Background: an optimization exercise with open tools, aiming at small area, a short achievable clock period and few clock cycles per item. Do not read the settings as production practice. RTL that was checked went through simulation tests only; none was proved equivalent to the original. Only the layout flow was run in runs 1 and 2; the RTL was not checked for function there.

--- flow/config.mk ---
export PLATFORM = sky130hd
export DESIGN_NAME = damask_ga
export DESIGN_NICKNAME = damask_ga
export VERILOG_FILES = /design/flow/design.v
export SDC_FILE = /design/flow/constraint.sdc
export NUM_CORES = 4
export LEC_CHECK = 0
export CAP_MARGIN = 20
export CORE_MARGIN = 2
export CORE_UTILIZATION = 40
export CTS_CLUSTER_DIAMETER = 60
export CTS_CLUSTER_SIZE = 12
export SLEW_MARGIN = 20
--- flow/constraint.sdc ---
create_clock -name core_clock -period 12.0 [get_ports {clk}]
set_input_delay 2.4000 -clock core_clock [delete_from_list [all_inputs] [get_ports {clk}]]
set_output_delay 2.4000 -clock core_clock [all_outputs]
set_load 0.01 [all_outputs]
--- flow/design.v ---
module damask_ga (
    input  wire        clk,
    input  wire        rst,         
    input  wire        start,       
    input  wire [47:0] acc,         
    input  wire [7:0]  dks,         
    input  wire [3:0]  cls,         
    input  wire [15:0] age_gmax,    
    input  wire        age_en,      
    output reg         dec_rd,      
    output reg  [3:0]  dec_cls,     
    output reg  [5:0]  dec_idx,     
    input  wire [15:0] dec_data,    
    output reg         done,        
    output reg  [15:0] ga,          
    output reg         age_cap      
);
    localparam [2:0] S_IDLE = 3'd0,
                     S_STR  = 3'd1,    
                     S_INT  = 3'd2,    
                     S_FAR  = 3'd3,    
                     S_DIV  = 3'd4,    
                     S_CAP  = 3'd5;    
    reg [2:0]  st;
    reg [4:0]  c;        
    reg [1:0]  pa;       
    reg        pz;       
    reg [7:0]  dk;       
    reg [7:0]  R;        
    reg [17:0] W;        
    reg        odd;      
    reg [16:0] L;        
    reg [15:0] X;        
    reg [15:0] dd;       
    reg        eq;       
    wire in_idle = (st == S_IDLE);
    wire in_str  = (st == S_STR);
    wire in_int  = (st == S_INT);
    wire in_far  = (st == S_FAR);
    wire in_div  = (st == S_DIV);
    wire in_cap  = (st == S_CAP);
    wire [55:0] accx = {7'd0, acc, 1'b0};               
    wire [6:0]  nzb;                                     
    genvar gi;
    generate for (gi = 0; gi < 7; gi = gi + 1) begin : NZ
        assign nzb[gi] = |accx[8*gi +: 8];
    end endgenerate
    wire [2:0]  cb   = c[4:2];
    wire [7:0]  B    = (cb < 3'd7) ? accx[8*cb +: 8] : 8'd0;
    wire [7:0]  Bs   = B >> {c[1:0], 1'b0};
    wire [6:0]  nzab = nzb >> cb;                        
    wire        abv  = |nzab[6:1];
    wire        pz_n = ~(|Bs | abv) | ~(|dks);
    wire far_early = (|acc[47:42] & dks[7])
                   | (|acc[47:43] & |dks[7:6])
                   | (|acc[47:44] & |dks[7:5])
                   | (|acc[47:45] & |dks[7:4])
                   | (|acc[47:46] & |dks[7:3])
                   | ( acc[47]    & |dks[7:2]);
    wire [9:0] sumR = {2'b0, R} + (pa[0] ? {2'b0, dk} : 10'd0)
                                + (pa[1] ? {1'b0, dk, 1'b0} : 10'd0);
    wire       stop = pz & (R == 8'd0);        
    wire       odd_n = W[17];
    wire [1:0] m2   = odd_n ? W[16:15] : W[15:14];
    wire [2:0] cj   = c[2:0] - 3'd3;             
    wire [5:0] j    = {cj, odd_n, m2};
    wire lin_now  = in_str & (c == 5'd18) & stop;
    wire str_late = in_str & (c >= 5'd19);
    wire str_far  = str_late & (stop ? (j == 6'd63) : (c == 5'd26));
    wire str_int  = str_late & stop & (j != 6'd63);
    wire lin_step = in_str & (c >= 5'd6) & (c <= 5'd18);
    wire int_step = in_int & (c >= 5'd4);
    wire [1:0] fb = lin_step ? W[17:16] : (odd ? W[2:1] : W[1:0]);
    wire [15:0] s0 = fb[0] ? dd : X;
    wire [15:0] s1 = fb[1] ? dd : X;
    wire [18:0] sumL = {2'b0, L} + {3'b0, s0} + {2'b0, s1, 1'b0};
    wire [16:0] Lstep = sumL[18:2];
    wire        l_end = lin_now | (in_int & (c == 5'd10));
    wire [16:0] Lnext = (lin_step | int_step) ? Lstep
                      : in_idle ? 17'd32768
                      : (in_int & (c == 5'd3)) ? {1'b0, dd} + 17'd8192
                      : in_far ? {1'b0, dd}
                      : L;
    wire [16:0] V    = L;
    wire [16:0] x1   = {X, ga[15] & ~in_cap};
    wire [17:0] d1   = {1'b0, x1} - {1'b0, V} - {17'd0, in_cap};
    wire        q1   = ~d1[17];
    wire [15:0] r1   = q1 ? d1[15:0] : x1[15:0];
    wire [16:0] x2   = {r1, ga[14]};
    wire [17:0] d2   = {1'b0, x2} - {1'b0, V};
    wire        q2   = ~d2[17];
    wire [15:0] r2   = q2 ? d2[15:0] : x2[15:0];
    wire [7:0]  godd = {age_gmax[15], age_gmax[13], age_gmax[11], age_gmax[9],
                        age_gmax[7],  age_gmax[5],  age_gmax[3],  age_gmax[1]};
    wire [7:0]  gevn = {age_gmax[14], age_gmax[12], age_gmax[10], age_gmax[8],
                        age_gmax[6],  age_gmax[4],  age_gmax[2],  age_gmax[0]};
    wire        g1   = godd[3'd7 - c[2:0]];
    wire        g2   = gevn[3'd7 - c[2:0]];
    wire        sat  = (c == 5'd0) & (V <= 17'd8192);
    wire        eq1  = eq & (q1 == g1);
    wire        gt   = (eq & q1 & ~g1) | (eq1 & q2 & ~g2);
    wire        eq2  = eq1 & (q2 == g2);
    wire        last = (c[2:0] == 3'd7);
    always @(posedge clk) begin
        done    <= 1'b0;
        dec_rd  <= ~rst;
        dec_cls <= cls;
        dd      <= dec_data;
        dk      <= dks;
        pa      <= {B[{c[1:0], 1'b1}], B[{c[1:0], 1'b0}]};
        pz      <= pz_n;
        R       <= in_str ? sumR[9:2] : 8'd128;
        L       <= Lnext;
        eq      <= 1'b1;
        if (l_end)
            ga <= {1'b0, Lnext[15:1]};
        if ((in_str & ~(str_late & stop)) | int_step)
            W <= {sumR[1:0], W[17:2]};
        if (in_idle)
            X <= 16'd32768;
        else if ((in_str & (c == 5'd18)) | in_far | (in_int & (c == 5'd10)))
            X <= 16'd8192;
        else if (in_int & (c == 5'd3))
            X <= dd;
        if (rst) begin
            st      <= S_IDLE;
            c       <= 5'd0;
            dec_idx <= 6'd0;
        end else begin
            c <= c + 5'd1;
            case (st)
                S_IDLE: begin
                    dec_idx <= 6'd0;
                    c       <= 5'd0;
                    if (start) begin
                        if (!age_en) begin
                            ga      <= 16'd16384;
                            age_cap <= 1'b0;
                            done    <= 1'b1;
                        end else if (far_early) begin
                            dec_idx <= 6'd63;
                            c       <= 5'd1;
                            st      <= S_FAR;
                        end else begin
                            c       <= 5'd1;
                            st      <= S_STR;
                        end
                    end
                end
                S_STR: begin
                    dec_idx <= 6'd0;
                    if (str_far) begin
                        dec_idx <= 6'd63;
                        c       <= 5'd1;
                        st      <= S_FAR;
                    end else if (str_int) begin
                        dec_idx <= j;
                        odd     <= odd_n;
                        c       <= 5'd1;
                        st      <= S_INT;
                    end else if (lin_now) begin
                        c       <= 5'd0;
                        st      <= S_DIV;
                    end
                end
                S_INT: begin
                    if (c == 5'd1)
                        dec_idx <= dec_idx + 6'd1;
                    if (c == 5'd10) begin
                        c  <= 5'd0;
                        st <= S_DIV;
                    end
                end
                S_FAR: begin
                    if (c == 5'd3) begin
                        ga <= {1'b0, dd[15:1]};
                        c  <= 5'd0;
                        st <= S_DIV;
                    end
                end
                S_DIV: begin
                    X  <= r2;
                    ga <= {ga[13:0], q1, q2};
                    eq <= eq2;
                    if (sat | gt) begin
                        ga      <= age_gmax;
                        age_cap <= 1'b1;
                        done    <= 1'b1;
                        c       <= 5'd0;
                        st      <= S_IDLE;
                    end else if (last) begin
                        if (eq2) begin
                            st <= S_CAP;
                        end else begin
                            age_cap <= 1'b0;
                            done    <= 1'b1;
                            c       <= 5'd0;
                            st      <= S_IDLE;
                        end
                    end
                end
                S_CAP: begin
                    ga      <= age_gmax;
                    age_cap <= q1;
                    done    <= 1'b1;
                    c       <= 5'd0;
                    st      <= S_IDLE;
                end
                default: st <= S_IDLE;
            endcase
        end
    end
endmodule
--- flow/run.sh ---
#!/bin/bash
# synth_recipe.tcl (not shown) runs the flow's synth.tcl, then flattens the netlist and writes it again
# the make line also repeats each setting of config.mk as NAME=value (left out here)
make -C /OpenROAD-flow-scripts/flow DESIGN_CONFIG=/design/flow/config.mk WORK_HOME=/design/flow/orfs CLKGATE_MAP_FILE= SYNTH_SCRIPT=/design/flow/synth_recipe.tcl finish
==> impl_metrics.sql, run 1 <==
INSERT INTO impl_metrics (metric_group, metric, value, unit) VALUES
('outcome', 'status', 'finished clean', ''),
('cells_and_area', 'nets', '1503', ''),
('floorplanning', 'die_area', '26900', 'um^2'),
('global_route', 'track_usage', '23.9', '%'),
('floorplanning', 'dieWidth', '164', 'um'),
('timing', 'final_setup_margin', '5100', 'ps'),
('floorplanning', 'chipHeight', '164', 'um'),
('global_route', 'grt-ovfl-total', '0', ''),
('clocking', 'tritoncts', 'yes', ''),
('clocking', 'cts_num_sinks', '125', ''),
('drt', 'vias_per_std_cell', '5.72', ''),
('timing', 'achievable-frequency', '145', 'MHz'),
('clocking', 'clock_latency', '430', 'ps'),
('placement', 'dp_slack', '5160', 'ps'),
('logic_synthesis', 'yosys.area.top_type', 'sky130_fd_sc_hd__dfxtp_1', ''),
('logic_synthesis', 'synth_seq_cells', '125', ''),
('placement', 'placed_area', '11800', 'um^2'),
('placement', 'globalplace.congestion', '0.971', ''),
('timing', 'final_max_slew_viol_count', '0', ''),
('critical_path', 'startpoint_type', 'flop', ''),
('logic_synthesis', 'synth.cell_area', '10300', 'um^2'),
('critical_path', 'path_class', 'reg2reg', ''),
('drt', 'wl', '31600', 'um'),
('floorplanning', 'initial_utilization', '40.7', '%'),
('global_route', 'antenna_found_initial', '0', ''),
('timing', 'fin_setup_tns', '0', 'ps'),
('clocking', 'cts_hold_buffers', '0', ''),
('timing', 'setup_viol', '0', ''),
('floorplanning', 'fp-row-count', '58', ''),
('critical_path', 'worst-endpoint-arrival', '7250', 'ps'),
('logic_synthesis', 'dominant_cell_by_count_in_the_synthesized_netlist', 'sky130_fd_sc_hd__inv_1', ''),
('cells_and_area', 'fill_cell_count', '2417', ''),
('drt', 'vias', '9385', ''),
('critical_path', 'rrSetupSlack', '5100', 'ps'),
('timing', 'max_clock_skew', '12.1', 'ps'),
('cells_and_area', 'antennaDiodeCount', '0', ''),
('critical_path', 'timing.critical_path.slowest_cell_delay', '770', 'ps'),
('cells_and_area', 'area.growth.synth_to_final', '20.5', '%'),
('critical_path', 'critPathMaxFanout', '26', ''),
('logic_synthesis', 'netlist_instances', '1198', ''),
('timing', 'worstMarginPinSlew', '1150', 'ps'),
('drt', 'drt_pass1_iterations', '6', ''),
('drt', 'detailedRoute.firstIterationViolations', '814', ''),
('logic_synthesis', 'mappedNetlistNets', '1402', ''),
('logic_synthesis', 'area_fraction_of_the_dominant_cell_type_after_synthesis', '20.1', '%'),
('timing', 'rsz0062_at_grt', 'no', ''),
('logic_synthesis', 'synth.yosys.warnings', '1', ''),
('cells_and_area', 'final_layout_size_suffix_gt1_share', '6.17', '%'),
('cells_and_area', 'final_cell_area', '12400', 'um^2'),
('critical_path', 'critical_path.reg2reg.endpoint', 'c[0]$_SDFF_PP0_', ''),
('critical_path', 'critical_path.slowest_cell', 'sky130_fd_sc_hd__a211oi_4', ''),
('clocking', 'clockBufferDepth', '2', ''),
('critical_path', 'most_frequent_cell_on_the_critical_path', 'sky130_fd_sc_hd__o21ai_1', ''),
('placement', 'dpl.hpwl', '24800', 'um'),
('timing', 'timing.slew.headroom', '22.7', '%'),
('placement', 'port-buffer-count', '124', ''),
('global_route', 'grt_first_pass_wirelength', '49500', 'um'),
('floorplanning', 'coreArea', '25200', 'um^2'),
('drt', 'wire_per_inst', '19.2', 'um'),
('critical_path', 'worstRegToRegCells', '25', ''),
('timing', 'finalHoldViolations', '0', ''),
('clocking', 'worst_setup_hold_path_clk_slew', '60', 'ps'),
('worst_hold_path', 'hold_class', 'reg2reg', ''),
('worst_hold_path', 'hold_path_startpoint', 'W[13]$_DFFE_PP_', ''),
('global_route', 'grt_start_max_net_pins', '30', ''),
('timing', 'worst_hold_slack', '419', 'ps');
placed cells by master, fill, tap and decap left out, types with 10 or more instances in the layout:
master                            count
sky130_fd_sc_hd__nor3_1              18
sky130_fd_sc_hd__o21ai_0             39
sky130_fd_sc_hd__xnor2_1             31
sky130_fd_sc_hd__nand2_1             67
sky130_fd_sc_hd__edfxtp_1            22
sky130_fd_sc_hd__xor2_1              21
sky130_fd_sc_hd__a21o_1              24
sky130_fd_sc_hd__clkdlybuf4s50_1    124
sky130_fd_sc_hd__nor4_1              17
sky130_fd_sc_hd__o21a_1              11
sky130_fd_sc_hd__nor2_1             102
sky130_fd_sc_hd__dfxtp_1            103
sky130_fd_sc_hd__o21ai_1             25
sky130_fd_sc_hd__nor2b_1             12
sky130_fd_sc_hd__mux2i_1             78
sky130_fd_sc_hd__nand3_1             17
sky130_fd_sc_hd__a31oi_1             10
sky130_fd_sc_hd__ha_1                81
sky130_fd_sc_hd__fa_1                27
sky130_fd_sc_hd__inv_1              135
sky130_fd_sc_hd__clkbuf_16           17
sky130_fd_sc_hd__nand2b_1            14
sky130_fd_sc_hd__o22ai_1             31
sky130_fd_sc_hd__a21oi_1             86
sky130_fd_sc_hd__mux4_2              12
sky130_fd_sc_hd__and2_1              12
worst max-delay path by stage:
stage                             startpoint                end  slack (ps)  cells past startpoint
after floorplan           st[2]$_SDFFE_PP0P_  age_cap$_DFFE_PP_        6260                     25
after global placement    st[2]$_SDFFE_PP0P_      ga[0]$_DFF_P_        5380                     24
after detailed placement  st[2]$_SDFFE_PP0P_  age_cap$_DFFE_PP_        5160                     24
after CTS                 st[2]$_SDFFE_PP0P_  age_cap$_DFFE_PP_        5150                     24
after global routing      st[2]$_SDFFE_PP0P_    c[0]$_SDFF_PP0_        4650                     25
final                     st[2]$_SDFFE_PP0P_    c[0]$_SDFF_PP0_        5100                     25
registers in the layout, indices dropped and copies added, names as in the netlist:
register / flops
X: 16
age_cap: 1
dec_rd: 1
done: 1
R: 8
dk: 8
W: 18
eq: 1
pz: 1
c: 5
dd: 16
dec_cls: 4
st: 3
dec_idx: 6
pa: 2
odd: 1
L: 17
ga: 16
final cells by class:
| type | count | share of cell area [%] |
|---|---|---|
| clock buffer | 21 | 3.72 |
| clock inverter | 11 | 1.07 |
| inverter | 137 | 4.16 |
| multi-input combinational | 887 | 55.2 |
| sequential | 125 | 22.0 |
| tap | 330 | 3.34 |
| timing repair buffer | 131 | 10.5 |
routing by layer:
layer / vias to the layer above / track usage, % / share of wire (%)
li1: 4521 / - / -
met1: 4438 / 35.8 / 48
met3: 46 / 4.22 / 7.7
met5: - / 0 / 0
met2: 380 / 34.6 / 43
met4: 0 / 7.26 / 2.1
logic make-up (layout without fill, tap and decap cells):
family | after synthesis | after routing | synth area share, %
flops | 125 | 125 | 26.5
xor+xnor | 52 | 52 | 4.44
fa+ha+maj | 108 | 108 | 15.1
mux | 97 | 97 | 11.1
compound gates | 322 | 322 | 20.8
buf+inv | 186 | 300 | 7.06
simple gates | 308 | 308 | 14.9
metrics by stage:
stage,util [%],std cells
2_1_floorplan,-,1198
3_3_place_gp,46.7,1609
3_5_place_dp,46.7,1609
4_1_cts,49.0,1641
5_1_grt,49.1,1642
6_report,49.1,1642
worst register-to-register path, stage by stage (launching register included):
cell                       delay (ps)
sky130_fd_sc_hd__dfxtp_1          550
sky130_fd_sc_hd__and3b_1          290
sky130_fd_sc_hd__inv_1            150
sky130_fd_sc_hd__and2_1           220
sky130_fd_sc_hd__fa_1             500
sky130_fd_sc_hd__inv_1             50
sky130_fd_sc_hd__ha_1             190
sky130_fd_sc_hd__o21a_1           200
sky130_fd_sc_hd__o21ai_1          230
sky130_fd_sc_hd__a21oi_1          160
sky130_fd_sc_hd__o21ai_1          180
sky130_fd_sc_hd__mux2i_1          340
sky130_fd_sc_hd__nor2_1           150
sky130_fd_sc_hd__buf_4            250
sky130_fd_sc_hd__o21ai_0          270
sky130_fd_sc_hd__ha_1             330
sky130_fd_sc_hd__a21o_1           210
sky130_fd_sc_hd__a31oi_1          170
sky130_fd_sc_hd__o21ai_1          100
sky130_fd_sc_hd__or4_1            420
sky130_fd_sc_hd__a21oi_2          270
sky130_fd_sc_hd__o21ai_2          160
sky130_fd_sc_hd__a211oi_4         770
sky130_fd_sc_hd__a21boi_2         380
sky130_fd_sc_hd__o41ai_1          120
sky130_fd_sc_hd__a21oi_1          160
==> inputs of run 2 (changes only) <==
--- a/flow/config.mk
+++ b/flow/config.mk
@@ -6,4 +6,5 @@
 export NUM_CORES = 4
 export LEC_CHECK = 0
+export ABC_CLOCK_PERIOD_IN_PS = 3500
 export CAP_MARGIN = 20
 export CORE_MARGIN = 2
==> run 2 against run 1 <==
  * Count of clock-buffer cells in the layout is the same
  * Sequential cell count is the same
  * Sequential share of layout area unchanged
==> impl_metrics.sql, run 2 <==
INSERT INTO impl_metrics (metric_group, metric, value, unit) VALUES
('outcome', 'status', 'finished clean', ''),
('placement', 'dpl.hpwl', '24800', 'um'),
('floorplanning', 'initial_utilization', '40.7', '%'),
('drt', 'drt_pass1_iterations', '6', ''),
('global_route', 'globalRouteMet3Util', '4.22', '%'),
('logic_synthesis', 'yosys.area.top_type', 'sky130_fd_sc_hd__dfxtp_1', ''),
('placement', 'port-buffer-count', '124', ''),
('global_route', 'antenna_found_initial', '0', ''),
('critical_path', 'critical_path.reg2reg.endpoint', 'c[0]$_SDFF_PP0_', ''),
('global_route', 'grt_pass1_vias', '8976', ''),
('logic_synthesis', 'synth.yosys.seq_area_share', '26.5', '%'),
('cells_and_area', 'antennaDiodeCount', '0', ''),
('clocking', 'tritoncts', 'yes', ''),
('run', 'timing.max_cap.violations', '0', ''),
('cells_and_area', 'top_regs', 'W (18), L (17)', ''),
('timing', 'rsz0062_at_grt', 'no', ''),
('logic_synthesis', 'avg_synthesized_cell_area', '8.56', 'um^2'),
('logic_synthesis', 'mappedNetlistNets', '1402', ''),
('drt', 'vias', '9385', ''),
('logic_synthesis', 'ys_async_sr_fraction', '0', '%'),
('logic_synthesis', 'synth_enable_flop_cells', '22', ''),
('floorplanning', 'fp-row-count', '58', ''),
('critical_path', 'cp_startpoint', 'st[2]$_SDFFE_PP0P_', ''),
('floorplanning', 'dieWidth', '164', 'um'),
('clocking', 'clockBufferDepth', '2', ''),
('cells_and_area', 'finish.utilization', '49.1', '%'),
('cells_and_area', 'layout_commonest_cell', 'sky130_fd_sc_hd__inv_1', ''),
('timing', 'final_min_period_over_clock_period', '57.5', '%'),
('cells_and_area', 'nets', '1503', ''),
('global_route', 'grt_first_pass_wirelength', '49500', 'um'),
('critical_path', 'crit_end', 'c[0]$_SDFF_PP0_', ''),
('worst_hold_path', 'hold_class', 'reg2reg', ''),
('cells_and_area', 'area.growth.synth_to_final', '20.5', '%'),
('timing', 'worstMarginPinSlew', '1150', 'ps'),
('critical_path', 'startpoint_type', 'flop', ''),
('critical_path', 'critPathMaxFanout', '26', ''),
('cells_and_area', 'largest_reg_flops', '18', ''),
('global_route', 'use_met1', '35.8', '%'),
('timing', 'fin_setup_tns', '0', 'ps'),
('logic_synthesis', 'yosys_most_used_dff', 'sky130_fd_sc_hd__dfxtp_1', ''),
('drt', 'count_of_nets_left_with_antenna_violations_after_detail_routing', '0', ''),
('critical_path', 'worst-endpoint-arrival', '7250', 'ps'),
('timing', 'setup_viol', '0', ''),
('clocking', 'cts_hold_buffers', '0', ''),
('clocking', 'clock_tree.root_cell', 'sky130_fd_sc_hd__clkbuf_16', ''),
('placement', 'dp_slack', '5160', 'ps'),
('timing', 'max_clock_skew', '12.1', 'ps'),
('floorplanning', 'die_area', '26900', 'um^2'),
('logic_synthesis', 'dominant_cell_by_count_in_the_synthesized_netlist', 'sky130_fd_sc_hd__inv_1', ''),
('drt', 'detailedRoute.firstIterationViolations', '814', ''),
('timing', 'final_max_slew_viol_count', '0', ''),
('critical_path', 'worstRegToRegCells', '25', ''),
('cells_and_area', 'layout.cells.most_common_list', 'sky130_fd_sc_hd__inv_1 (135), sky130_fd_sc_hd__clkdlybuf4s50_1 (124), sky130_fd_sc_hd__dfxtp_1 (103)', ''),
('cells_and_area', 'final_cells', '1642', ''),
('timing', 'minimum_period_implied_by_the_final_worst_setup_slack', '6900', 'ps'),
('global_route', 'grt_busiest_layer', 'met1', ''),
('critical_path', 'rrSetupSlack', '5100', 'ps'),
('global_route', 'track_usage', '23.9', '%'),
('drt', 'wire_per_inst', '19.2', 'um'),
('logic_synthesis', 'area_fraction_of_the_dominant_cell_type_after_synthesis', '20.1', '%'),
('critical_path', 'required_time_reported_for_the_critical_path_endpoint', '12350', 'ps'),
('logic_synthesis', 'synth.cell_area', '10300', 'um^2'),
('clocking', 'number_of_clock_buffers_inserted_by_tritoncts', '17', ''),
('placement', 'placed_cells_incl_taps', '1609', ''),
('clocking', 'clock_latency', '430', 'ps'),
('global_route', 'grt-ovfl-total', '0', ''),
('global_route', 'globalRouteMet2Util', '34.6', '%'),
('cells_and_area', 'regMostFlops', 'W', ''),
('logic_synthesis', 'synth.yosys.warnings', '1', ''),
('clocking', 'cts.htree.levels', '4', ''),
('logic_synthesis', 'netlist_instances', '1198', ''),
('floorplanning', 'num_io_pins', '125', ''),
('floorplanning', 'coreArea', '25200', 'um^2'),
('timing', 'finalHoldViolations', '0', ''),
('floorplanning', 'chipHeight', '164', 'um'),
('logic_synthesis', 'synth.top_cells.by_area', 'sky130_fd_sc_hd__dfxtp_1 (20%), sky130_fd_sc_hd__ha_1 (9.9%), sky130_fd_sc_hd__mux2i_1 (7.7%)', ''),
('logic_synthesis', 'synth.cells.most_frequent', 'sky130_fd_sc_hd__inv_1 (135), sky130_fd_sc_hd__dfxtp_1 (103), sky130_fd_sc_hd__nor2_1 (102)', ''),
('clocking', 'worst_setup_hold_path_clk_slew', '60', 'ps'),
('timing', 'timing.slew.headroom', '22.7', '%'),
('critical_path', 'path_class', 'reg2reg', ''),
('placement', 'globalplace.congestion', '0.971', ''),
('cells_and_area', 'final_layout_size_suffix_gt1_share', '6.17', '%'),
('clocking', 'post_cts_buffers', '0', ''),
('clocking', 'cts-resized-gates', '0', ''),
('critical_path', 'worstSetupEndpointType', 'flop', ''),
('logic_synthesis', 'synth_cell_types', '87', ''),
('drt', 'vias_per_std_cell', '5.72', ''),
('drt', 'drc_errors', '0', ''),
('timing', 'final_setup_margin', '5100', 'ps'),
('logic_synthesis', 'synth_seq_cells', '125', ''),
('timing', 'achievable-frequency', '145', 'MHz'),
('clocking', 'cts_num_sinks', '125', ''),
('drt', 'wl', '31600', 'um'),
('critical_path', 'r2r_start', 'st[2]$_SDFFE_PP0P_', ''),
('global_route', 'grt_start_max_net_pins', '30', '');
[run 2: worst min-delay path by stage]
stage,startpoint,to,slack (ps),cells after the start
finish,W[13]$_DFFE_PP_,W[11]$_DFFE_PP_,420,0
global route,W[13]$_DFFE_PP_,W[11]$_DFFE_PP_,420,0
CTS,W[13]$_DFFE_PP_,W[11]$_DFFE_PP_,420,0
detailed placement,W[3]$_DFFE_PP_,W[1]$_DFFE_PP_,400,0
global placement,W[13]$_DFFE_PP_,W[11]$_DFFE_PP_,400,0
floorplan,W[12]$_DFFE_PP_,W[10]$_DFFE_PP_,400,0
[run 2: stage by stage]
stage	area (um^2)	hold WS [ps]
finish	12400	419
global route	12400	424
CTS	12300	418
detailed placement	11800	405
global placement	11800	402
floorplan	10300	400
[run 2: metal layers]
layer / up-vias / wire length, um / part of all wire [%]
met1: 4438 / 15000 / 48
met5: - / 0 / 0
met4: 0 / 648 / 2.1
met3: 46 / 2430 / 7.7
met2: 380 / 13500 / 43
li1: 4521 / - / -
[run 2: cell families after synthesis]
logic type / count (synthesis) / share of synthesized area [%]
xor+xnor: 52 / 4.44
flops: 125 / 26.5
mux: 97 / 11.1
compound gates: 322 / 20.8
simple gates: 308 / 14.9
fa+ha+maj: 108 / 15.1
buf+inv: 186 / 7.06
[run 2: worst max-delay path, stage by stage, from the launching register on]
cell	delay [ps]
sky130_fd_sc_hd__dfxtp_1	550
sky130_fd_sc_hd__and3b_1	280
sky130_fd_sc_hd__inv_1	150
sky130_fd_sc_hd__and2_1	210
sky130_fd_sc_hd__fa_1	500
sky130_fd_sc_hd__inv_1	50
sky130_fd_sc_hd__ha_1	190
sky130_fd_sc_hd__o21a_1	200
sky130_fd_sc_hd__o21ai_1	230
sky130_fd_sc_hd__a21oi_1	160
sky130_fd_sc_hd__o21ai_1	180
sky130_fd_sc_hd__mux2i_1	340
sky130_fd_sc_hd__nor2_1	150
sky130_fd_sc_hd__buf_4	250
sky130_fd_sc_hd__o21ai_0	270
sky130_fd_sc_hd__ha_1	330
sky130_fd_sc_hd__a21o_1	210
sky130_fd_sc_hd__a31oi_1	170
sky130_fd_sc_hd__o21ai_1	100
sky130_fd_sc_hd__or4_1	420
sky130_fd_sc_hd__a21oi_2	270
sky130_fd_sc_hd__o21ai_2	160
sky130_fd_sc_hd__a211oi_4	770
sky130_fd_sc_hd__a21boi_2	370
sky130_fd_sc_hd__o41ai_1	120
sky130_fd_sc_hd__a21oi_1	160
[run 2: layout make-up]
type	instances	area (um^2)
clock buffers	21	460
multi-input cells	887	6820
well taps	330	413
flip-flops and latches	125	2720
inverters	137	514
clock inverters	11	133
fillers	2417	12800
repair buffers	131	1300
==> inputs of run 3 (changes only) <==
--- a/flow/design.v
+++ b/flow/design.v
@@ -34,4 +34,5 @@
     reg [15:0] dd;       
     reg        eq;       
+    reg        stop_d;   
     wire in_idle = (st == S_IDLE);
     wire in_str  = (st == S_STR);
@@ -77,12 +78,19 @@
     wire [16:0] Lstep = sumL[18:2];
     wire        l_end = lin_now | (in_int & (c == 5'd10));
-    wire [16:0] Lnext = (lin_step | int_step) ? Lstep
+    wire        tail  = in_str & stop_d & (c <= 5'd14);
+    wire        tl16  = (c <= 5'd10);
+    wire signed [15:0] u = {~L[15], L[14:0]};
+    wire signed [15:0] u8 = u >>> 8;
+    wire [16:0] Ltail = tl16 ? {1'b0, L[15], {15{~L[15]}}}
+                             : {1'b0, ~u8[15], u8[14:0]};
+    wire [16:0] Lnext = tail ? Ltail
+                      : (lin_step | int_step) ? Lstep
                       : in_idle ? 17'd32768
                       : (in_int & (c == 5'd3)) ? {1'b0, dd} + 17'd8192
-                      : in_far ? {1'b0, dd}
+                      : (in_far & (c == 5'd2)) ? {1'b0, dec_data}
                       : L;
     wire [16:0] V    = L;
-    wire [16:0] x1   = {X, ga[15] & ~in_cap};
-    wire [17:0] d1   = {1'b0, x1} - {1'b0, V} - {17'd0, in_cap};
+    wire [16:0] x1   = {X, ga[15]};
+    wire [17:0] d1   = {1'b0, x1} - {1'b0, V};
     wire        q1   = ~d1[17];
     wire [15:0] r1   = q1 ? d1[15:0] : x1[15:0];
@@ -113,4 +121,5 @@
         L       <= Lnext;
         eq      <= 1'b1;
+        stop_d  <= stop & in_str;
         if (l_end)
             ga <= {1'b0, Lnext[15:1]};
@@ -150,4 +159,6 @@
                 S_STR: begin
                     dec_idx <= 6'd0;
+                    if (tail)
+                        c <= c + (tl16 ? 5'd8 : 5'd4);
                     if (str_far) begin
                         dec_idx <= 6'd63;
@@ -173,6 +184,6 @@
                 end
                 S_FAR: begin
-                    if (c == 5'd3) begin
-                        ga <= {1'b0, dd[15:1]};
+                    if (c == 5'd2) begin
+                        ga <= {1'b0, dec_data[15:1]};
                         c  <= 5'd0;
                         st <= S_DIV;
@@ -202,5 +213,5 @@
                 S_CAP: begin
                     ga      <= age_gmax;
-                    age_cap <= q1;
+                    age_cap <= ({X, 1'b0} > V);
                     done    <= 1'b1;
                     c       <= 5'd0;
--- a/flow/config.mk
+++ b/flow/config.mk
@@ -6,5 +6,4 @@
 export NUM_CORES = 4
 export LEC_CHECK = 0
-export ABC_CLOCK_PERIOD_IN_PS = 3500
 export CAP_MARGIN = 20
 export CORE_MARGIN = 2
==> run 3 against run 2 <==
  * Still clean on timing, DRC and antenna
  * Non-clock buffer count grew 8
  * Critical path depth decreased by 5
  * Wire length increased by 5.5%
  * Count of clock-buffer cells in the layout did not move
  * Sequential share of layout area shrank 0.20 points
  * Design area is 1.7% higher
  * Register-to-register slack better by 280 ps
  * Core utilization shrank 0.44 points
  * Setup slack gained 280 ps
  * Critical endpoint is now ga[12]$_DFF_P_
  * Largest cell class unchanged
==> impl_metrics.sql, run 3 <==
INSERT INTO impl_metrics (metric_group, metric, value, unit) VALUES
('critical_path', 'critical_path.slowest_cell', 'sky130_fd_sc_hd__dfxtp_1', ''),
('critical_path', 'rrSetupSlack', '5380', 'ps'),
('clocking', 'tritoncts', 'yes', ''),
('drt', 'count_of_nets_left_with_antenna_violations_after_detail_routing', '0', ''),
('clocking', 'post_cts_buffers', '0', ''),
('global_route', 'track_usage', '24.9', '%'),
('critical_path', 'critPathMaxFanout', '19', ''),
('critical_path', 'worstRegToRegCells', '20', ''),
('cells_and_area', 'final_layout_size_suffix_gt1_share', '8.48', '%'),
('timing', 'finalHoldViolations', '0', ''),
('cells_and_area', 'layout_commonest_cell', 'sky130_fd_sc_hd__clkdlybuf4s50_1', ''),
('critical_path', 'critPathTopFamily', 'compound AO/OA/AOI/OAI gates', ''),
('drt', 'drc_errors', '0', ''),
('global_route', 'grt-ovfl-total', '0', ''),
('critical_path', 'required_time_reported_for_the_critical_path_endpoint', '12370', 'ps'),
('drt', 'detailedRoute.firstIterationViolations', '933', ''),
('logic_synthesis', 'area_fraction_of_the_dominant_cell_type_after_synthesis', '20.0', '%'),
('floorplanning', 'initial_utilization', '40.3', '%'),
('logic_synthesis', 'synth.yosys.seq_area_share', '26.4', '%'),
('timing', 'final_setup_margin', '5380', 'ps'),
('critical_path', 'worst-endpoint-arrival', '6990', 'ps'),
('logic_synthesis', 'dominant_cell_by_count_in_the_synthesized_netlist', 'sky130_fd_sc_hd__nand2_1', ''),
('clocking', 'clockBufferDepth', '2', ''),
('global_route', 'grt_pass1_vias', '9345', ''),
('timing', 'minimum_period_implied_by_the_final_worst_setup_slack', '6620', 'ps'),
('cells_and_area', 'final_cell_area', '12600', 'um^2'),
('floorplanning', 'die_area', '27300', 'um^2'),
('worst_hold_path', 'hold_path_startpoint', 'W[12]$_DFFE_PP_', ''),
('timing', 'setup_viol', '0', ''),
('timing', 'achievable-frequency', '151', 'MHz'),
('worst_hold_path', 'holdPathEnd', 'W[10]$_DFFE_PP_', ''),
('logic_synthesis', 'synth_enable_flop_cells', '22', ''),
('clocking', 'clock_latency', '430', 'ps'),
('cells_and_area', 'layout.cells.most_common_list', 'sky130_fd_sc_hd__clkdlybuf4s50_1 (124), sky130_fd_sc_hd__nand2_1 (107), sky130_fd_sc_hd__dfxtp_1 (103)', ''),
('critical_path', 'critical_path.reg2reg.endpoint', 'ga[12]$_DFF_P_', ''),
('cells_and_area', 'top_regs', 'W (18), L (17)', ''),
('logic_synthesis', 'avg_synthesized_cell_area', '8.67', 'um^2'),
('cells_and_area', 'nets', '1497', ''),
('timing', 'rsz0062_at_grt', 'no', ''),
('cells_and_area', 'regMostFlops', 'W', ''),
('global_route', 'antenna_found_initial', '0', ''),
('global_route', 'grt_first_pass_wirelength', '52200', 'um'),
('clocking', 'worst_setup_hold_path_clk_slew', '60', 'ps'),
('critical_path', 'r2r_start', 'c[0]$_SDFFE_PP0P_', ''),
('timing', 'worst_hold_slack', '414', 'ps'),
('cells_and_area', 'finish.utilization', '48.7', '%'),
('timing', 'max_clock_skew', '8.53', 'ps'),
('worst_hold_path', 'hold_path_depth', '0', ''),
('worst_hold_path', 'hold_class', 'reg2reg', ''),
('logic_synthesis', 'synth.cells.most_frequent', 'sky130_fd_sc_hd__nand2_1 (107), sky130_fd_sc_hd__dfxtp_1 (104), sky130_fd_sc_hd__inv_1 (91), sky130_fd_sc_hd__nor2_1 (91), sky130_fd_sc_hd__a21oi_1 (78)', ''),
('placement', 'placed_area', '11900', 'um^2'),
('floorplanning', 'coreArea', '25800', 'um^2'),
('critical_path', 'crit_path_buffers_inverters', '1', ''),
('floorplanning', 'chipHeight', '165', 'um'),
('floorplanning', 'dieWidth', '165', 'um'),
('cells_and_area', 'antennaDiodeCount', '0', ''),
('logic_synthesis', 'synth.yosys.warnings', '1', ''),
('cells_and_area', 'final_cells', '1655', ''),
('logic_synthesis', 'yosys.area.top_type', 'sky130_fd_sc_hd__dfxtp_1', ''),
('critical_path', 'path_class', 'reg2reg', ''),
('logic_synthesis', 'synth.top_cells.by_area', 'sky130_fd_sc_hd__dfxtp_1 (20%), sky130_fd_sc_hd__ha_1 (8.1%), sky130_fd_sc_hd__mux2i_1 (6.8%)', ''),
('outcome', 'status', 'finished clean', ''),
('global_route', 'grt_start_max_net_pins', '37', ''),
('drt', 'wire_per_inst', '20.1', 'um'),
('clocking', 'clock_tree.root_cell', 'sky130_fd_sc_hd__clkbuf_16', ''),
('timing', 'fin_setup_tns', '0', 'ps'),
('logic_synthesis', 'netlist_instances', '1201', ''),
('placement', 'dp_slack', '5500', 'ps'),
('clocking', 'cts-resized-gates', '0', ''),
('timing', 'final_max_slew_viol_count', '0', ''),
('cells_and_area', 'largest_reg_flops', '18', ''),
('critical_path', 'timing.critical_path.slowest_cell_delay', '860', 'ps'),
('cells_and_area', 'fill_cell_count', '2538', ''),
('critical_path', 'startpoint_type', 'flop', ''),
('drt', 'drt_pass1_iterations', '7', ''),
('timing', 'timing.slew.headroom', '31.3', '%'),
('critical_path', 'timing.critical_path.cells', 'inv_1 -> ha_1 -> nor4_4 -> nor2_4 -> a221o_1 -> nand2_1 -> mux2_2 -> fa_1 -> nand3_1 -> fa_1 -> nor2b_1 -> o31ai_1 -> a221oi_1 -> o31ai_1 -> nor2b_1 -> o21ai_0 -> mux2_2 -> o221ai_1 -> a22oi_1 -> nand2_1', ''),
('timing', 'worstMarginPinSlew', '1030', 'ps'),
('clocking', 'number_of_clock_buffers_inserted_by_tritoncts', '17', ''),
('clocking', 'cts_hold_buffers', '0', ''),
('logic_synthesis', 'ys_async_sr_fraction', '0', '%'),
('placement', 'placed_cells_incl_taps', '1623', ''),
('drt', 'vias', '9635', ''),
('floorplanning', 'num_io_pins', '125', ''),
('clocking', 'cts.htree.levels', '4', ''),
('cells_and_area', 'area.growth.synth_to_final', '20.8', '%'),
('drt', 'vias_per_std_cell', '5.82', ''),
('logic_synthesis', 'synth_cell_types', '98', ''),
('placement', 'globalplace.congestion', '0.928', ''),
('logic_synthesis', 'mappedNetlistNets', '1391', ''),
('logic_synthesis', 'yosys_most_used_dff', 'sky130_fd_sc_hd__dfxtp_1', ''),
('timing', 'final_min_period_over_clock_period', '55.2', '%'),
('logic_synthesis', 'synth_seq_cells', '126', ''),
('logic_synthesis', 'synth.cell_area', '10400', 'um^2'),
('drt', 'wl', '33300', 'um'),
('critical_path', 'worstSetupEndpointType', 'flop', ''),
('run', 'timing.max_cap.violations', '0', ''),
('clocking', 'cts_num_sinks', '126', ''),
('floorplanning', 'fp-row-count', '59', ''),
('placement', 'dpl.hpwl', '26100', 'um'),
('placement', 'port-buffer-count', '124', '');
-- run 3: cells by family after synthesis --
group                      after synthesis  share of synthesized area [%]
and+or+nand+nor                        341                           16.1
adders and majority gates               94                           13.2
muxes                                   98                           11.1
buffers and inverters                  145                           6.01
DFF                                    126                           26.4
AOI/OAI and AO/OA                      349                           23.1
xor gates and xnor gates                48                           4.04
-- run 3: worst max-delay path by stage --
stage                     end  depth (start not counted)         startpoint
2_1_floorplan  ga[12]$_DFF_P_                         22  c[0]$_SDFFE_PP0P_
3_3_place_gp   ga[12]$_DFF_P_                         20  c[0]$_SDFFE_PP0P_
3_5_place_dp   ga[12]$_DFF_P_                         20  c[0]$_SDFFE_PP0P_
4_1_cts        ga[12]$_DFF_P_                         20  c[0]$_SDFFE_PP0P_
5_1_grt        ga[12]$_DFF_P_                         20  c[0]$_SDFFE_PP0P_
6_report       ga[12]$_DFF_P_                         20  c[0]$_SDFFE_PP0P_
-- run 3: area by class of cell --
type,instances,area [um^2],share of cell area [%]
inverter,93,349,2.78
clock inverter,11,213,1.69
multi-input combinational,930,7050,56.0
timing repair buffer,139,1350,10.8
sequential,126,2740,21.8
tap,335,419,3.33
clock buffer,21,450,3.58
-- run 3: routing by layer --
metal / wire length, um / up-vias / track usage, %
met3: 2180 / 46 / 4.45
met1: 16000 / 4577 / 36.1
met2: 14300 / 393 / 37.5
li1: - / 4619 / -
met4: 788 / 0 / 8.07
met5: 0 / - / 0
Testbench counts of run 3, summed over its fixed seeds: cycles 405,173, lamps 16,000.
==> inputs of run 4 (changes only) <==
==> flow/flow/run.sh (new file) <==
#!/bin/bash
# Standard layout, with the timing repair steps asked for more setup slack
# than the design's period needs (the clock and constraints are unchanged).
set -euo pipefail
export SETUP_SLACK_MARGIN=${MARGIN:-8.3}
bash standard.sh > standard.log 2>&1
==> flow/standard.sh (new file) <==
#!/bin/bash
# synth_recipe.tcl (not shown) runs the flow's synth.tcl, then flattens the netlist and writes it again
# the make line also repeats each setting of config.mk as NAME=value (left out here)
make -C /OpenROAD-flow-scripts/flow DESIGN_CONFIG=/design/flow/config.mk WORK_HOME=/design/flow/orfs CLKGATE_MAP_FILE= SYNTH_SCRIPT=/design/flow/synth_recipe.tcl "${@:-finish}"
--- a/flow/config.mk
+++ b/flow/config.mk
@@ -8,6 +8,7 @@
 export CAP_MARGIN = 20
 export CORE_MARGIN = 2
-export CORE_UTILIZATION = 40
+export CORE_UTILIZATION = 65
 export CTS_CLUSTER_DIAMETER = 60
 export CTS_CLUSTER_SIZE = 12
+export PLACE_DENSITY = 0.85
 export SLEW_MARGIN = 20
removed: flow/run.sh
==> run 4 against run 3 <==
  * Area after synthesis unchanged
  * Synthesized cell count unchanged
  * The run now fails in 5_1_grt
==> impl_metrics.sql, run 4 <==
INSERT INTO impl_metrics (metric_group, metric, value, unit) VALUES
('logic_synthesis', 'synth_xor_xnor_area_share', '4.04', '%'),
('outcome', 'stop_error', '[ERROR GRT-0232] Routing congestion too high. Check the congestion heatmap in the GUI.', ''),
('logic_synthesis', 'netlist_instances', '1201', ''),
('floorplanning', 'dieWidth', '131', 'um'),
('global_route', 'grt_start_max_net_pins', '35', ''),
('placement', 'port-buffer-count', '124', ''),
('placement', 'dpl.hpwl', '25700', 'um'),
('logic_synthesis', 'synth_seq_cells', '126', ''),
('logic_synthesis', 'synth.cell_area', '10400', 'um^2'),
('clocking', 'clockBufferDepth', '2', ''),
('logic_synthesis', 'synth_cell_types', '98', ''),
('logic_synthesis', 'synth.top_cells.by_area', 'sky130_fd_sc_hd__dfxtp_1 (20%), sky130_fd_sc_hd__ha_1 (8.1%), sky130_fd_sc_hd__mux2i_1 (6.8%)', ''),
('floorplanning', 'initial_utilization', '66.0', '%'),
('logic_synthesis', 'ys_async_sr_fraction', '0', '%'),
('logic_synthesis', 'largest_family_of_logic_cells_by_synthesized_area', 'compound AO/OA/AOI/OAI gates', ''),
('outcome', 'status', 'stopped before the end', ''),
('logic_synthesis', 'synth.cells.most_frequent', 'sky130_fd_sc_hd__nand2_1 (107), sky130_fd_sc_hd__dfxtp_1 (104), sky130_fd_sc_hd__inv_1 (91), sky130_fd_sc_hd__nor2_1 (91), sky130_fd_sc_hd__a21oi_1 (78)', ''),
('logic_synthesis', 'synth_enable_flop_cells', '22', ''),
('logic_synthesis', 'dominant_cell_by_count_in_the_synthesized_netlist', 'sky130_fd_sc_hd__nand2_1', ''),
('logic_synthesis', 'mappedNetlistNets', '1391', ''),
('clocking', 'cts_num_sinks', '126', ''),
('logic_synthesis', 'yosys.area.top_type', 'sky130_fd_sc_hd__dfxtp_1', ''),
('floorplanning', 'fp-row-count', '46', ''),
('logic_synthesis', 'synth-compound-area-share', '23.1', '%'),
('logic_synthesis', 'yosys_most_used_dff', 'sky130_fd_sc_hd__dfxtp_1', ''),
('global_route', 'track_usage', '79.1', '%'),
('logic_synthesis', 'area_fraction_of_the_dominant_cell_type_after_synthesis', '20.0', '%'),
('placement', 'placed_cells_incl_taps', '1497', ''),
('logic_synthesis', 'avg_synthesized_cell_area', '8.67', 'um^2'),
('logic_synthesis', 'synth_fa_ha_area_share', '13.2', '%'),
('clocking', 'number_of_clock_buffers_inserted_by_tritoncts', '17', ''),
('outcome', 'last-stage-reached', '5_1_grt', ''),
('global_route', 'grt-ovfl-total', '2', ''),
('clocking', 'cts.htree.levels', '4', '');
run 4: timing repair:
| item | in CTS |
|---|---|
| resized for setup | 296 |
| gates cloned | 5 |
| setup buffers | 88 |
| setup endpoints to repair | 92 |
| pin swaps | 84 |
run 4: cells by family after synthesis:
family / Yosys count
and+or+nand+nor: 341
muxes: 98
AOI/OAI and AO/OA: 349
buffers and inverters: 145
DFF: 126
adders and majority gates: 94
xor gates and xnor gates: 48
run 4: worst max-delay path by stage:
stage	start	endpoint	depth (start not counted)
4_1_cts	L[4]$_DFF_P_	ga[7]$_DFF_P_	18
3_5_place_dp	st[0]$_SDFFE_PP0P_	L[15]$_DFF_P_	18
3_3_place_gp	st[0]$_SDFFE_PP0P_	ga[12]$_DFF_P_	18
2_1_floorplan	L[6]$_DFF_P_	ga[14]$_DFF_P_	20
run 4: metrics by stage:
stage | worst slack, ps | cell area [um^2] | hold slack [ps] | utilization, %
floorplan | 7530 | 10900 | 400 | -
CTS | 7440 | 14000 | 420 | 88.7
global placement | 6700 | 12100 | 404 | 77.0
detailed placement | 6570 | 12100 | 407 | 77.0
run 4: per-layer routing:
layer  overflow  GRT usage, %
met1          0          80.7
met5          0          40.0
met4          1          74.0
met2          1          91.6
met3          0          68.4

-- what the ideal ports hide --
Ports are ideal in the flow. The routed layouts listed here were re-timed in OpenROAD.
Step 1 (the two cells are an assumption about what drives the block):
set clk [get_ports {clk}]
set_driving_cell -lib_cell sky130_fd_sc_hd__clkbuf_16 $clk
set_driving_cell -lib_cell sky130_fd_sc_hd__buf_2 [delete_from_list [all_inputs] $clk]
Step 2 times the ports against the registers' clock, not the clock port: input delays grow and output delays shrink by t, the midpoint of the rising clock arrivals with the driver on.
a / b / c = ideal / step 1 / step 2; a / b = the first two.
run | t, ns | slack for setup (ns) | clock arrival spread, ns | worst register clock-pin slew, ns | pins driven straight from the clock port
run 1 | 0.469 | 5.101 / 5.101 / 5.101 | 0.012 / 0.012 | 0.07 / 0.07 | 1
run 2 | 0.469 | 5.101 / 5.101 / 5.101 | 0.012 / 0.012 | 0.07 / 0.07 | 1
run 3 | 0.469 | 5.378 / 5.378 / 5.378 | 0.009 / 0.008 | 0.06 / 0.06 | 1
After both steps setup and hold are still met in every run listed.
